This design comes from an exercise in tuning for small area, a short achievable clock period and few clock cycles per item on the open sky130 flow, not from production work.
In this exercise RTL edits were held to simulation tests only and were not proved equivalent to the original.

==> build 13: inputs <==
Design chord_mac, start of the top module:
module chord_mac (
    input  wire        clk,
    input  wire        rst,
    input  wire        in_valid,
    output wire        in_ready,
    input  wire [2:0]  in_op,
    input  wire        in_x,
    input  wire [31:0] in_a,
    input  wire [31:0] in_b,
    input  wire        in_frac,
    input  wire        in_wrap,
    input  wire        in_rnd,
    input  wire [1:0]  in_form,
    input  wire [6:0]  in_sh7,
    output reg         out_valid,
    output reg  [71:0] out_data,
    output reg         out_flag
);
    localparam [2:0] OP_MPY  = 3'd0;
    localparam [2:0] OP_MAC  = 3'd1;
    localparam [2:0] OP_MSU  = 3'd2;
    localparam [2:0] OP_CLRX = 3'd3;
    localparam [2:0] OP_LDX  = 3'd4;
    localparam [2:0] OP_EXT  = 3'd5;
    assign in_ready = 1'b1;
    genvar gi;
    wire i_msu = (in_op == OP_MSU);
    wire i_ldx = (in_op == OP_LDX);
    reg        v0, x0, mpy0, mac0, msu0, ext0, clr0, ldx0;
    reg        wrap0, rnd0, spec0;
    reg [1:0]  form0;
    reg [6:0]  sh0;
    reg [32:0] ma0;                  
    reg [15:0] one0, two0, neg0;     
    always @(posedge clk) begin
        v0    <= in_valid & ~rst;
        x0    <= in_x;
        mpy0  <= (in_op == OP_MPY);
        mac0  <= (in_op == OP_MAC);
        msu0  <= i_msu;
        ext0  <= (in_op == OP_EXT);
        clr0  <= (in_op == OP_CLRX);
        ldx0  <= i_ldx;
        wrap0 <= in_wrap;
        rnd0  <= in_rnd;
  ...
clock: 22.0 ns
lec_check: 0
cap_margin: 20
core_margin: 2
core_utilization: 55
cts_cluster_diameter: 100
cts_cluster_size: 24
slew_margin: 20
standard.sh (not shown) runs the stock make flow with config.mk's settings and CLKGATE_MAP_FILE= SYNTH_SCRIPT=/design/flow/synth_recipe.tcl, a recipe that flattens the netlist after the stock synthesis.
==> flow/flow/run.sh <==
#!/bin/bash
set -euo pipefail
bash standard.sh SETUP_SLACK_MARGIN=16.5 "BUFFER_PORTS_ARGS=-buffer_cell sky130_fd_sc_hd__buf_2" finish > standard_flow.log 2>&1
==> trial 59: changes against build 13 <==
--- a/flow/config.mk
+++ b/flow/config.mk
@@ -7,7 +7,7 @@
 export LEC_CHECK = 0
-export CAP_MARGIN = 20
+export CAP_MARGIN = 0
 export CORE_MARGIN = 2
-export CORE_UTILIZATION = 55
+export CORE_UTILIZATION = 40
 export CTS_CLUSTER_DIAMETER = 100
 export CTS_CLUSTER_SIZE = 24
-export SLEW_MARGIN = 20
+export SLEW_MARGIN = 0
==> notes <==
- Area after synthesis is the same in build 13 and trial 59.
- Non-clock buffer count: trial 59 is lower than build 13 (9).
- In fmax, trial 59 and build 13 hardly differ.
- Worst hold slack: trial 59 is higher than build 13 (1.6 ps).
- Against build 13, the final cell count of trial 59 is larger by 6.9%.
- Count of clock-buffer cells in the layout: build 13 is lower than trial 59 (5).
Testbench counts of build 13, summed over its fixed seeds: cycles 24,040, items 24,000.
Testbench counts of trial 59, summed over its fixed seeds: cycles 24,040, items 24,000.

==> inputs of run B <==
chord_mac, a different RTL version from the one above (not shown whole).
clock: 22.0 ns
lec_check: 0
cap_margin: 20
core_margin: 2
core_utilization: 40
slew_margin: 20
==> flow/flow/run.sh <==
#!/bin/bash
# The standard ORFS layout with two changes to how it is built:
#  - the port buffers are plain buffers (buf_2) instead of the delay cell
#    buffer_ports picks by default;
#  - the repair steps (floorplan, CTS, global route) aim at a larger setup
#    slack than the 22 ns clock needs, so they size and buffer the critical
#    paths instead of stopping at the constraint.
# The SDC, clock period and all other settings are the standard flow's.
set -euo pipefail
bash standard.sh SETUP_SLACK_MARGIN=17 "BUFFER_PORTS_ARGS=-buffer_cell sky130_fd_sc_hd__buf_2" finish > standard_flow.log 2>&1
==> inputs of run F, as changes to run B <==
==> flow/run.sh (new file) <==
#!/bin/bash
# synth_recipe.tcl (not shown) runs the flow's synth.tcl, then flattens the netlist and writes it again
# the make line also repeats each setting of config.mk as NAME=value (left out here)
make -C /OpenROAD-flow-scripts/flow DESIGN_CONFIG=/design/flow/config.mk WORK_HOME=/design/flow/orfs CLKGATE_MAP_FILE= SYNTH_SCRIPT=/design/flow/synth_recipe.tcl finish
removed: flow/flow/run.sh
removed: flow/standard.sh
==> impl_results.md <==
* Tmin final at around 6.0 ns
* GRT met2 Usage at 48.1%
* Status: timing/DRC/antenna clean
* Final instance area at ~0.072 sq mm
* Flop2flop setup slack at about 16 ns
The numbers above come from run F.

==> impl_results.md <==
* Status: timing/DRC/antenna clean
* Final instance area at 0.0717 sq mm
* Tapcells at 2189
* GRT met2 Usage at between 40% and 50%
* Grt total ovfl at 0
* Tmin final at 5.61 ns
The numbers above come from run B.

Testbench counts of run B, summed over its fixed seeds: cycles 24,048, items 24,000.
Testbench counts of run F, summed over its fixed seeds: cycles 24,048, items 24,000.

==> inputs of 08-12 <==
chord_mac with an RTL version that a note above also has.
clock: 22.0 ns
lec_check: 0
cap_margin: 5
core_margin: 2
core_utilization: 40
cts_cluster_diameter: 100
cts_cluster_size: 24
slew_margin: 5
==> flow/flow/run.sh <==
#!/bin/bash
set -euo pipefail
bash standard.sh SETUP_SLACK_MARGIN=16.5 "BUFFER_PORTS_ARGS=-buffer_cell sky130_fd_sc_hd__buf_2" finish > standard_flow.log 2>&1
==> 04-27: changes against 08-12 <==
--- a/flow/design.v
+++ b/flow/design.v
@@ -1180,47 +1180,43 @@
         hib2b  <= hibad;
         sat2b  <= mm & (hold | (ovf & ~wrap1));
         satn2b <= hold ? sgs : sum[72];
         s2b    <= ext1 ? (flt1 ? msb : sint) : 7'd23;
         sh2b   <= sh1;
         r2b    <= ext1 ? acce : sum[71:0];
     end
     wire        fill = sgn2b;
-    wire [96:0] sx0 = {fill, r2b, 24'd0};
-    wire [96:0] sx1 = s2b[0] ? {{ 1{fill}}, sx0[96:1]}  : sx0;
-    wire [96:0] sx2 = s2b[1] ? {{ 2{fill}}, sx1[96:2]}  : sx1;
-    wire [96:0] sx3 = s2b[2] ? {{ 4{fill}}, sx2[96:4]}  : sx2;
-    wire [96:0] sx4 = s2b[3] ? {{ 8{fill}}, sx3[96:8]}  : sx3;
-    wire [96:0] sx5 = s2b[4] ? {{16{fill}}, sx4[96:16]} : sx4;
-    wire [96:0] sx6 = s2b[5] ? {{32{fill}}, sx5[96:32]} : sx5;
-    wire [96:0] sx7 = s2b[6] ? {{64{fill}}, sx6[96:64]} : sx6;
-    wire        stk = (s2b[0] & sx0[0])      | (s2b[1] & |sx1[1:0])  |
-                      (s2b[2] & |sx2[3:0])   | (s2b[3] & |sx3[7:0])  |
-                      (s2b[4] & |sx4[15:0])  | (s2b[5] & |sx5[31:0]) |
-                      (s2b[6] & |sx6[63:0]);
+    wire [96:0] wv   = {fill, r2b, 24'd0};
+    wire [96:0] us   = $signed(wv) >>> s2b;
+    wire [71:0] lm;
+    generate
+        for (gn = 0; gn < 72; gn = gn + 1) begin : g_lm
+            assign lm[gn] = (s2b >= gn + 25);
+        end
+    endgenerate
     reg        v3, ext3, flt3, w643, rnd3, sgn3, oz3, flag3, hib3, sat3, satn3, st3;
     reg [7:0]  e3;
     reg [66:0] u3;
     reg [5:0]  rh3;
     always @(posedge clk) begin
         v3    <= v2b & ~rst;
         ext3  <= ext2b;
         flt3  <= flt2b;
         w643  <= w642b;
         rnd3  <= rnd2b;
         sgn3  <= sgn2b;
         oz3   <= oz2b;
         flag3 <= flag2b;
         hib3  <= hib2b;
         sat3  <= sat2b;
         satn3 <= satn2b;
-        st3   <= stk;
+        st3   <= |(r2b & lm);
         e3    <= {1'b0, s2b} + 8'd127 - {sh2b[6], sh2b};
-        u3    <= sx7[66:0];
+        u3    <= us[66:0];
         rh3   <= r2b[71:66];
     end
     wire        finv = flt3 & sgn3;
     wire        g    = u3[0];
     wire        upf  = finv ? (~g | (~st3 & ~u3[1])) : (g & (st3 | u3[1]));
     wire        up   = ext3 & (flt3 ? upf : (rnd3 & g & (st3 | ~sgn3)));
     wire [65:0] vr   = {u3[66:26], u3[25:1] ^ {25{finv}}} + {65'd0, up};
     wire vW   = w643 ? vr[64] : vr[32];
- CAP_MARGIN: 5 -> 20
- SLEW_MARGIN: 5 -> 20
==> comparison table <==
| quantity | 04-27 | 08-12 |
|---|---|---|
| Result of the run | timing/DRC/antenna clean | timing/DRC/antenna clean |
| Delay of the slowest cell on the worst path | 0.34 ns | 0.36 ns |
| Top routing layer used | met4 | met5 |
| Number of instances in the synthesized netlist | 6,667 | 6,394 |
| # clk buffers | 50 | 49 |
| Share of the synthesized area in the top cell type | 17.5% | 17.8% |
| Drt initial violations | 5,117 | 5,024 |
| Antenna violations before repair | 2 | 3 |
| End of the worst hold path | sh1[4] | rnd2b |
| Relative area of non-clock buffer cells in the final design | 2.91% | 2.86% |
| Detailed Routing Iterations Pass 1 | 6 | 10 |
| Number of well taps | 1,930 | 1,917 |
| Signed area change from the synthesized netlist to the final layout | 6.44% | 6.32% |
| Grt met3 use | 4.61% | 5.79% |
| Total placed cells including tap cells | 8,284 | 8,034 |
| Die H | 390 um | 387 um |
| Net count after synthesis | 7,400 | 7,127 |
| Synth unique cells | 101 | 92 |
| Slack of the worst reg-to-reg path | 16.68 ns | 16.58 ns |
Testbench counts of 08-12, summed over its fixed seeds: cycles 24,040, items 24,000.
Testbench counts of 04-27, summed over its fixed seeds: cycles 24,040, items 24,000.

==> juniper: inputs <==
chord_mac, a different RTL version from the one above (not shown whole).
==> flow/config.mk <==
export PLATFORM = sky130hd
export DESIGN_NAME = chord_mac
export DESIGN_NICKNAME = chord_mac
export VERILOG_FILES = /design/flow/design.v
export SDC_FILE = /design/flow/constraint.sdc
export NUM_CORES = 4
export LEC_CHECK = 0
export CAP_MARGIN = 20
export CORE_MARGIN = 2
export CORE_UTILIZATION = 45
export CTS_CLUSTER_DIAMETER = 100
export CTS_CLUSTER_SIZE = 24
export SLEW_MARGIN = 20
==> flow/constraint.sdc <==
create_clock -name core_clock -period 22.0 [get_ports {clk}]
set_input_delay 4.4000 -clock core_clock [delete_from_list [all_inputs] [get_ports {clk}]]
set_output_delay 4.4000 -clock core_clock [all_outputs]
set_load 0.01 [all_outputs]
==> flow/flow/run.sh <==
#!/bin/bash
set -euo pipefail
VARS=(SETUP_SLACK_MARGIN=16.5 "BUFFER_PORTS_ARGS=-buffer_cell sky130_fd_sc_hd__buf_2")
R="$PWD/orfs/results/${FLOW_PLATFORM:-sky130hd}/chord_mac/base"
bash standard.sh "${VARS[@]}" synth > synth.log 2>&1
cp "$R/1_2_yosys.v" "$R/1_2_yosys.std.v"
python3 flow/fixpol.py "$R/1_2_yosys.v" > fixpol.log 2>&1
sleep 1
touch "$R/1_2_yosys.v"
bash standard.sh "${VARS[@]}" finish > standard_flow.log 2>&1
Other scripts of this flow, unchanged in this note and not shown: flow/flow/fixpol.py
==> inputs of indigo, as changes to juniper <==
- CORE_UTILIZATION: 45 -> 40
==> summary of the runs <==
Against juniper, the clock skew of indigo is higher by 0.026 ns. Between juniper and indigo, the lower die area is in juniper (gap about 11%, measured against indigo). Between juniper and indigo, the lower non-clock buffer count is in indigo (gap 8). Sequential cell count is the same in juniper and indigo. In juniper the first-iteration DRC count is smaller than in indigo, by about 1.4%. Of indigo and juniper, indigo has the higher final cell count (gap about 2.3%, measured against juniper).
==> figures <==
metric	juniper	indigo
Fraction of area in multi-input gates	63.1%	62.7%
Count of instances resized after the clock tree is built	30	44
Clock Skews	0.0336 ns	0.0597 ns
Result of the run	timing/DRC/antenna clean	timing/DRC/antenna clean
Post-route worst setup slack	16.49 ns	16.48 ns
Multi-input comb cells	4096	4095
Post-layout nets	6192	6186
Register cell area after layout	14800 um2	14800 um2
Non-filler instance count after layout	7095	7259
Antenna violations before repair	6	4
Floorplan die height	352 um	373 um
Via count	43000	43200
Clock network share of area	2.04%	2.34%
Clock tree buffer count of the final layout	53	52
Starting utilization of the core area	45.3%	40.2%
Testbench counts of juniper, summed over its fixed seeds: cycles 24,040, items 24,000.
Testbench counts of indigo, summed over its fixed seeds: cycles 24,040, items 24,000.

[afterwards: timing with drivers on the ports]
The results above use ideal ports. As a check the final layouts listed here were re-extracted and re-timed, cells and wires unchanged. Step 1: set_driving_cell puts a clkbuf_16 on clk and a buf_2 on each other input, an assumption about the parent block. Step 2, shift: input delay + t, output delay - t, t = (earliest + latest rising clock arrival at the registers) / 2. This alone moves slack from input paths to output paths. Slacks: ideal / step 1 / step 2; pairs: ideal / step 1.
run	t, ns	setup slack, ns	worst setup path at the end	latest minus earliest clock arrival (ns)	cell pins on the clock port's net
build 13	0.699	16.508 / 16.434 / 15.946	input to register	0.032 / 0.032	1
trial 59	0.699	16.506 / 16.428 / 15.873	input to register	0.059 / 0.058	1
run B	0.789	16.390 / 16.305 / 16.425	input to register	0.067 / 0.067	1
run F	0.782	15.994 / 15.913 / 15.782	input to register	0.030 / 0.029	1
08-12	0.699	16.506 / 16.428 / 15.873	input to register	0.059 / 0.058	1
04-27	0.728	16.462 / 16.381 / 15.942	input to register	0.066 / 0.067	1
juniper	0.704	16.486 / 16.415 / 15.918	input to register	0.034 / 0.035	1
indigo	0.723	16.481 / 16.411 / 16.000	input to register	0.060 / 0.060	1
After both steps setup and hold are still met in every run listed.
